Source: an optimization exercise on an open RTL-to-GDS flow (aim: small area, a short achievable clock period and few clock cycles per item). Production flows keep margins and buffers that such runs may drop.
At most, simulation tests tie the RTL to the original design; equivalence was not proved.

==> exp/umber: inputs <==
==> flow/design.v <==
module pxr_ctx_coder (
    input  wire        clk,
    input  wire        rst,
    input  wire        in_valid,
    output wire        in_ready,
    input  wire        in_init,
    input  wire        in_intr,
    input  wire [15:0] in_x,
    input  wire [15:0] in_a,
    input  wire [15:0] in_b,
    input  wire [15:0] in_c,
    input  wire [15:0] in_d,
    input  wire [3:0]  cfg_delta,
    input  wire [4:0]  cfg_bits,
    input  wire [15:0] cfg_t1,
    input  wire [15:0] cfg_t2,
    input  wire [15:0] cfg_t3,
    output reg         out_valid,
    input  wire        out_ready,
    output reg  [5:0]  out_len,
    output reg  [31:0] out_code,
    output reg  [15:0] out_rec
);
    localparam NCTX = 66;
    localparam AW   = 21;           
    localparam R1   = 3;            
    localparam R2   = 7;            
    reg        rdy;                 
    reg        sv;                  
    reg        ipend;               
    wire       adv = !sv;
    assign in_ready = rdy;
    wire       accept = in_valid && rdy;
    reg [3:0]  p_delta;             
    reg [4:0]  p_bits;
    reg [3:0]  r_delta;
    reg [4:0]  r_bits;
    reg [16:0] r_range;
    reg [4:0]  r_qbits;
    reg [15:0] r_t1, r_t2, r_t3;
    wire [15:0] r_maxv = ~(16'hffff << r_bits);
    wire [4:0]  s_div  = {r_delta, 1'b1};
    reg [AW-1:0] ctx_a [0:NCTX-1];
    reg [5:0]    ctx_n [0:NCTX-1];    
    function [20:0] div_rows;           
        input [4:0]  r_in;
        input [15:0] w_in;
        input [4:0]  s;
        input integer hi;
        input integer lo;
        integer p;
        reg [5:0]  t;
        reg [6:0]  d;
        reg [4:0]  r;
        reg [15:0] w;
        begin
            r = r_in;
            w = w_in;
            for (p = 15; p >= 0; p = p - 1) begin
                if (p <= hi && p >= lo) begin
                    t = {r, w[p]};
                    d = {1'b0, t} - {2'b00, s};
                    if (!d[6]) begin
                        r    = d[4:0];
                        w[p] = 1'b1;
                    end else begin
                        r    = t[4:0];
                        w[p] = 1'b0;
                    end
                end
            end
            div_rows = {r, w};
        end
    endfunction
    function [15:0] mag;
        input [16:0] v;
        begin
            mag = v[16] ? (~v[15:0] + 16'd1) : v[15:0];
        end
    endfunction
    function [1:0] qz;
        input [15:0] g;
        input [15:0] t1, t2, t3;
        begin
            qz = (g < t1) ? 2'd0 : (g < t2) ? 2'd1 : (g < t3) ? 2'd2 : 2'd3;
        end
    endfunction
    reg        v0, t0, i0;
    reg [15:0] x0, a0, b0, c0, d0;
    wire [16:0] dab = {1'b0, a0} - {1'b0, b0};
    wire [16:0] dcb = {1'b0, c0} - {1'b0, b0};
    wire [16:0] dca = {1'b0, c0} - {1'b0, a0};
    wire [16:0] ddb = {1'b0, d0} - {1'b0, b0};
    wire        ab_gt = !dab[16] && (dab[15:0] != 16'd0);
    wire        c_max = !dca[16] && !dcb[16];                           
    wire        c_min = (dca[16] || dca[15:0] == 16'd0) &&
                        (dcb[16] || dcb[15:0] == 16'd0);                
    wire [15:0] p_abc = a0 + b0 - c0;
    wire [15:0] pred_reg = c_max ? (ab_gt ? b0 : a0) :
                           c_min ? (ab_gt ? a0 : b0) : p_abc;
    wire [15:0] g_ab   = mag(dab);
    wire        intr_a = (g_ab[15:4] == 12'd0) && (g_ab[3:0] <= r_delta);
    wire [15:0] pred   = i0 ? (intr_a ? a0 : b0) : pred_reg;
    wire [6:0]  ctx_l1 = i0 ? (intr_a ? 7'd64 : 7'd65) :
                         {1'b0, qz(mag(ddb), r_t1, r_t2, r_t3),
                                qz(mag(dcb), r_t1, r_t2, r_t3),
                                qz(mag(dca), r_t1, r_t2, r_t3)};
    wire [16:0] x_pd  = {1'b0, x0} + {13'd0, r_delta};
    wire [16:0] x_md  = {1'b0, x0} - {13'd0, r_delta};      
    wire        e_pos = x0 > pred;
    wire [16:0] num_p = x_pd - {1'b0, pred};                  
    wire [16:0] num_n = {1'b0, pred} - x_md;                  
    wire [16:0] num_t = {1'b0, r_maxv} + {12'd0, r_delta, 1'b0};
    wire [16:0] num   = t0 ? num_t : e_pos ? num_p : num_n;
    wire [20:0] dv1 = div_rows({4'd0, num[16]}, num[15:0], s_div, 15, 16 - R1);
    reg        v1, t1, pos1;
    reg [6:0]  ctx1;
    reg [15:0] x1;
    reg [4:0]  r1;
    reg [15:0] w1;
    wire [20:0] dv2 = div_rows(r1, w1, s_div, 15 - R1, 16 - R1 - R2);
    reg        v2, t2, pos2;
    reg [6:0]  ctx2;
    reg [15:0] x2;
    reg [4:0]  r2;
    reg [15:0] w2;
    wire [20:0] dv3 = div_rows(r2, w2, s_div, 15 - R1 - R2, 0);
    reg        v3, t3, pos3;
    reg [6:0]  ctx3;
    reg [15:0] x3;
    reg [4:0]  r3;                      
    reg [15:0] q3;                      
    wire [15:0] hm   = r_range[16:1];                    
    wire        wrap = (q3 > hm) || (q3 == hm && pos3 && !r_range[0]);
    wire [16:0] rmq  = r_range - {1'b0, q3};
    wire [15:0] aq   = wrap ? rmq[15:0] : q3;            
    wire        neg  = (q3 != 16'd0) && (pos3 ? wrap : !wrap);
    wire signed [5:0]  dr   = $signed({2'b00, r_delta}) - $signed({1'b0, r3});
    wire signed [17:0] recv = pos3 ? $signed({2'b00, x3}) + dr : $signed({2'b00, x3}) - dr;
    wire [15:0]        rec  = recv[17] ? 16'd0 :
                              (recv[16:0] > {1'b0, r_maxv}) ? r_maxv : recv[15:0];
    wire [AW-1:0] cur_a  = ctx_a[ctx3];
    wire [5:0]    cur_n6 = ctx_n[ctx3];
    wire [6:0]    cur_n  = {cur_n6 == 6'd0, cur_n6};
    wire [AW-1:0] bm1 = cur_a - {{(AW-1){1'b0}}, 1'b1};
    reg  [4:0]    m_len;
    reg  [2:0]    n_len;
    integer i;
    always @* begin
        m_len = 5'd0;
        for (i = 0; i < AW; i = i + 1)
            if (bm1[i]) m_len = i[4:0] + 5'd1;
        n_len = 3'd0;
        for (i = 0; i < 7; i = i + 1)
            if (cur_n[i]) n_len = i[2:0] + 3'd1;
    end
    wire signed [5:0] kd = $signed({1'b0, m_len}) - $signed({3'b000, n_len});
    wire [AW-1:0] bsh    = bm1 >> kd[4:0];
    wire          kstep  = !(bsh[6:0] < cur_n);
    wire [5:0]    k0     = (cur_a == {AW{1'b0}} || kd[5]) ? 6'd0 : {1'b0, kd[4:0]} + {5'd0, kstep};
    wire [4:0]    k      = (k0 > {1'b0, r_qbits}) ? r_qbits : k0[4:0];
    wire [AW:0]   a_sum = {1'b0, cur_a} + {{(AW-15){1'b0}}, aq};
    wire          n64   = (cur_n6 == 6'd0);
    wire [AW-1:0] a_upd = n64 ? a_sum[AW:1] : a_sum[AW-1:0];
    wire [5:0]    n_upd = n64 ? 6'd33 : cur_n6 + 6'd1;
    reg  [4:0]  tq_bits;
    always @* begin
        tq_bits = 5'd0;
        for (i = 0; i < 16; i = i + 1)
            if (q3[i]) tq_bits = i[4:0] + 5'd1;
    end
    wire [10:0]   ta_raw = ({1'b0, q3} + 17'd33) >> 6;
    wire [AW-1:0] ta0    = (ta_raw < 11'd2) ? 2 : ta_raw;
    wire [AW-1:0] wr_a  = t3 ? ta0 : a_upd;
    wire [5:0]    wr_n  = t3 ? 6'd1 : n_upd;
    reg        v4, neg4;
    reg [4:0]  k4;
    reg [15:0] aq4;
    reg [15:0] rec4;
    reg        s_neg;
    reg [4:0]  s_k;
    reg [15:0] s_aq;
    reg [15:0] s_rec;
    wire        f_neg = sv ? s_neg : neg4;
    wire [4:0]  f_k   = sv ? s_k   : k4;
    wire [15:0] f_aq  = sv ? s_aq  : aq4;
    wire [15:0] f_rec = sv ? s_rec : rec4;
    wire [15:0] f_aqm1 = f_aq - 16'd1;
    wire [16:0] mval   = f_neg ? {f_aqm1, 1'b1} : {f_aq, 1'b0};    
    wire [16:0] mval1  = {f_aqm1, !f_neg};                          
    wire [4:0]  umax   = 5'd31 - r_qbits;
    wire [16:0] mhi    = mval >> f_k;
    reg  [5:0]  code_len;
    reg  [31:0] code_bits;
    always @* begin
        if (mhi < {12'd0, umax}) begin
            code_len  = mhi[5:0] + 6'd1 + {1'b0, f_k};
            code_bits = (32'd1 << f_k) | ({15'd0, mval} & ((32'd1 << f_k) - 32'd1));
        end else begin
            code_len  = 6'd32;
            code_bits = (32'd1 << r_qbits) | {15'd0, mval1};
        end
    end
    wire arrive   = adv && v4;                  
    wire out_free = !out_valid || out_ready;
    wire drained  = !v0 && !v1 && !v2 && !v3 && !v4 && !sv;
    wire inject   = ipend && drained;
    wire sv_next  = sv ? !out_free : (arrive && !out_free);
    wire ip_next  = (accept && in_init) || (ipend && !inject);
    always @(posedge clk) begin
        if (rst) begin
            rdy       <= 1'b0;
            sv        <= 1'b0;
            ipend     <= 1'b0;
            out_valid <= 1'b0;
            v0 <= 1'b0; t0 <= 1'b0;
            v1 <= 1'b0; t1 <= 1'b0;
            v2 <= 1'b0; t2 <= 1'b0;
            v3 <= 1'b0; t3 <= 1'b0;
            v4 <= 1'b0;
        end else begin
            rdy   <= !sv_next && !ip_next;
            sv    <= sv_next;
            ipend <= ip_next;
            if (out_free)
                out_valid <= sv || arrive;
            if (adv) begin
                v0 <= accept && !in_init;
                t0 <= inject;
                v1 <= v0; t1 <= t0;
                v2 <= v1; t2 <= t1;
                v3 <= v2; t3 <= t2;
                v4 <= v3;
            end
        end
    end
    always @(posedge clk) begin
        if (accept && in_init) begin
            r_t1    <= cfg_t1;
            r_t2    <= cfg_t2;
            r_t3    <= cfg_t3;
            p_delta <= cfg_delta;
            p_bits  <= cfg_bits;
        end
        if (inject) begin
            r_delta <= p_delta;
            r_bits  <= p_bits;
        end
        if (adv && t3) begin
            r_range <= {1'b0, q3} + 17'd1;
            r_qbits <= tq_bits;
        end
    end
    always @(posedge clk) begin
        if (adv) begin
            i0 <= in_intr;
            x0 <= in_x; a0 <= in_a; b0 <= in_b; c0 <= in_c; d0 <= in_d;
            pos1 <= e_pos; ctx1 <= ctx_l1; x1 <= x0;
            r1 <= dv1[20:16]; w1 <= dv1[15:0];
            pos2 <= pos1; ctx2 <= ctx1; x2 <= x1;
            r2 <= dv2[20:16]; w2 <= dv2[15:0];
            pos3 <= pos2; ctx3 <= ctx2; x3 <= x2;
            r3 <= dv3[20:16]; q3 <= dv3[15:0];
            neg4 <= neg; k4 <= k; aq4 <= aq; rec4 <= rec;
        end
        if (arrive && (sv || !out_free)) begin
            s_neg <= neg4; s_k <= k4; s_aq <= aq4; s_rec <= rec4;
        end
        if (out_free && (sv || arrive)) begin
            out_len  <= code_len;
            out_code <= code_bits;
            out_rec  <= f_rec;
        end
    end
    wire ctx_we = adv && (t3 || v3);
    integer c;
    always @(posedge clk) begin
        for (c = 0; c < NCTX; c = c + 1)
            if (ctx_we && (t3 || ctx3 == c)) begin
                ctx_a[c] <= wr_a;
                ctx_n[c] <= wr_n;
            end
    end
endmodule
==> flow/run.sh <==
#!/bin/bash
# synth_recipe.tcl (not shown) runs the flow's synth.tcl, then flattens the netlist and writes it again
# the make line also repeats each setting of config.mk as NAME=value (left out here)
make -C /OpenROAD-flow-scripts/flow DESIGN_CONFIG=/design/flow/config.mk WORK_HOME=/design/flow/orfs CLKGATE_MAP_FILE= SYNTH_SCRIPT=/design/flow/synth_recipe.tcl finish
==> flow/config.mk <==
export PLATFORM = sky130hd
export DESIGN_NAME = pxr_ctx_coder
export DESIGN_NICKNAME = pxr_ctx_coder
export VERILOG_FILES = /design/flow/design.v
export SDC_FILE = /design/flow/constraint.sdc
export NUM_CORES = 4
export LEC_CHECK = 0
export ABC_AREA = 1
export CAP_MARGIN = 20
export CORE_MARGIN = 2
export CORE_UTILIZATION = 55
export SLEW_MARGIN = 20
==> flow/constraint.sdc <==
create_clock -name core_clock -period 60.0 [get_ports {clk}]
set_input_delay 12.0000 -clock core_clock [delete_from_list [all_inputs] [get_ports {clk}]]
set_output_delay 12.0000 -clock core_clock [all_outputs]
set_load 0.01 [all_outputs]
==> exp/willow (differences from exp/umber) <==
--- a/flow/design.v
+++ b/flow/design.v
@@ -23,7 +23,7 @@
 );
     localparam NCTX = 66;
     localparam AW   = 21;           
-    localparam R1   = 3;            
+    localparam R1   = 2;            
     localparam R2   = 7;            
     reg        rdy;                 
     reg        sv;                  
@@ -78,11 +78,33 @@
             mag = v[16] ? (~v[15:0] + 16'd1) : v[15:0];
         end
     endfunction
+    function [1:0] cmp_node;
+        input [1:0] hi, lo;
+        begin
+            cmp_node = {hi[1] | (~hi[0] & lo[1]), hi[0] | (~hi[1] & lo[0])};
+        end
+    endfunction
+    function [1:0] cmp16;
+        input [15:0] a, b;
+        reg [1:0] l0 [0:15];
+        reg [1:0] l1 [0:7];
+        reg [1:0] l2 [0:3];
+        reg [1:0] l3 [0:1];
+        integer j;
+        begin
+            for (j = 0; j < 16; j = j + 1) l0[j] = {~a[j] & b[j], a[j] & ~b[j]};
+            for (j = 0; j < 8; j = j + 1)  l1[j] = cmp_node(l0[2*j+1], l0[2*j]);
+            for (j = 0; j < 4; j = j + 1)  l2[j] = cmp_node(l1[2*j+1], l1[2*j]);
+            for (j = 0; j < 2; j = j + 1)  l3[j] = cmp_node(l2[2*j+1], l2[2*j]);
+            cmp16 = cmp_node(l3[1], l3[0]);
+        end
+    endfunction
     function [1:0] qz;
         input [15:0] g;
         input [15:0] t1, t2, t3;
         begin
-            qz = (g < t1) ? 2'd0 : (g < t2) ? 2'd1 : (g < t3) ? 2'd2 : 2'd3;
+            qz = cmp16(g, t1) >= 2'd2 ? 2'd0 : cmp16(g, t2) >= 2'd2 ? 2'd1 :
+                 cmp16(g, t3) >= 2'd2 ? 2'd2 : 2'd3;
         end
     endfunction
     reg        v0, t0, i0;
@@ -107,7 +129,8 @@
                                 qz(mag(dca), r_t1, r_t2, r_t3)};
     wire [16:0] x_pd  = {1'b0, x0} + {13'd0, r_delta};
     wire [16:0] x_md  = {1'b0, x0} - {13'd0, r_delta};      
-    wire        e_pos = x0 > pred;
+    wire [1:0]  xp_cmp = cmp16(x0, pred);
+    wire        e_pos = xp_cmp[0];                       
     wire [16:0] num_p = x_pd - {1'b0, pred};                  
     wire [16:0] num_n = {1'b0, pred} - x_md;                  
     wire [16:0] num_t = {1'b0, r_maxv} + {12'd0, r_delta, 1'b0};
@@ -131,14 +154,15 @@
     reg [4:0]  r3;                      
     reg [15:0] q3;                      
     wire [15:0] hm   = r_range[16:1];                    
-    wire        wrap = (q3 > hm) || (q3 == hm && pos3 && !r_range[0]);
+    wire [1:0]  qh   = cmp16(q3, hm);
+    wire        wrap = qh[0] || (qh == 2'b00 && pos3 && !r_range[0]);
     wire [16:0] rmq  = r_range - {1'b0, q3};
     wire [15:0] aq   = wrap ? rmq[15:0] : q3;            
     wire        neg  = (q3 != 16'd0) && (pos3 ? wrap : !wrap);
     wire signed [5:0]  dr   = $signed({2'b00, r_delta}) - $signed({1'b0, r3});
     wire signed [17:0] recv = pos3 ? $signed({2'b00, x3}) + dr : $signed({2'b00, x3}) - dr;
     wire [15:0]        rec  = recv[17] ? 16'd0 :
-                              (recv[16:0] > {1'b0, r_maxv}) ? r_maxv : recv[15:0];
+                              (recv[16] || cmp16(recv[15:0], r_maxv) == 2'b01) ? r_maxv : recv[15:0];
     wire [AW-1:0] cur_a  = ctx_a[ctx3];
     wire [5:0]    cur_n6 = ctx_n[ctx3];
     wire [6:0]    cur_n  = {cur_n6 == 6'd0, cur_n6};
==> qor summary <==
quantity	exp/umber	exp/willow
Total detailed-routing wirelength	388 mm	385 mm
Fraction of the yosys area taken by sequential cells	0.625	0.630
Worst slack, placed	45.89 ns	45.89 ns
Die Span Y	445 µm	443 µm
Critical register-to-register path endpoint	r1[0]	k4[0]
Max Freq	72.6 MHz	72.6 MHz
Max Clock Skew	0.123 ns	0.135 ns
Clock buffers created by TritonCTS	218	219
Fraction of met2 tracks used by global routing	0.566	0.571
Die area	198000 µm²	196000 µm²
Number of synthesis warnings	3	51
Reg2reg start	a0[0]	ctx3[1]
GRT Overall Usage	0.387	0.387
Portion of netlist area occupied by mux cells	0.000573	0.000661
Status	complete, no violations	complete, no violations
Transition at the pin with the smallest max-transition slack	1.19 ns	1.25 ns
Routed vias	80300	80300
Final Worst Setup Slack	46.22 ns	46.23 ns
Worst slack on hold paths	0.398 ns	0.360 ns
Testbench counts of exp/willow, summed over its fixed seeds: cycles 63,468, items 63,308.
No functional check of the RTL was part of exp/umber.

-- separate check: timing with driven ports --
No port has a modelled driver above. Below, the same layouts with a new extraction and two added sets of constraints.
Step 1 (the two cells are an assumption about what drives the block):
set clk [get_ports {clk}]
set_driving_cell -lib_cell sky130_fd_sc_hd__clkbuf_16 $clk
set_driving_cell -lib_cell sky130_fd_sc_hd__buf_2 [delete_from_list [all_inputs] $clk]
Step 2 times the ports against the registers' clock, not the clock port: input delays grow and output delays shrink by t, the midpoint of the rising clock arrivals with the driver on.
a / b / c = ideal ports / drivers / drivers and shift; a / b = the first two.
run | t (ns) | setup WS [ns] | worst register clock-pin slew, ns
exp/umber | 0.984 | 46.222 / 46.130 / 46.135 | 0.07 / 0.07
exp/willow | 0.957 | 46.226 / 46.135 / 46.170 | 0.07 / 0.07
After both steps setup and hold are still met in every run listed. For exp/umber, which loses most, drivers alone change the setup slack by -0.092 ns; drivers and shift together by -0.087 ns.
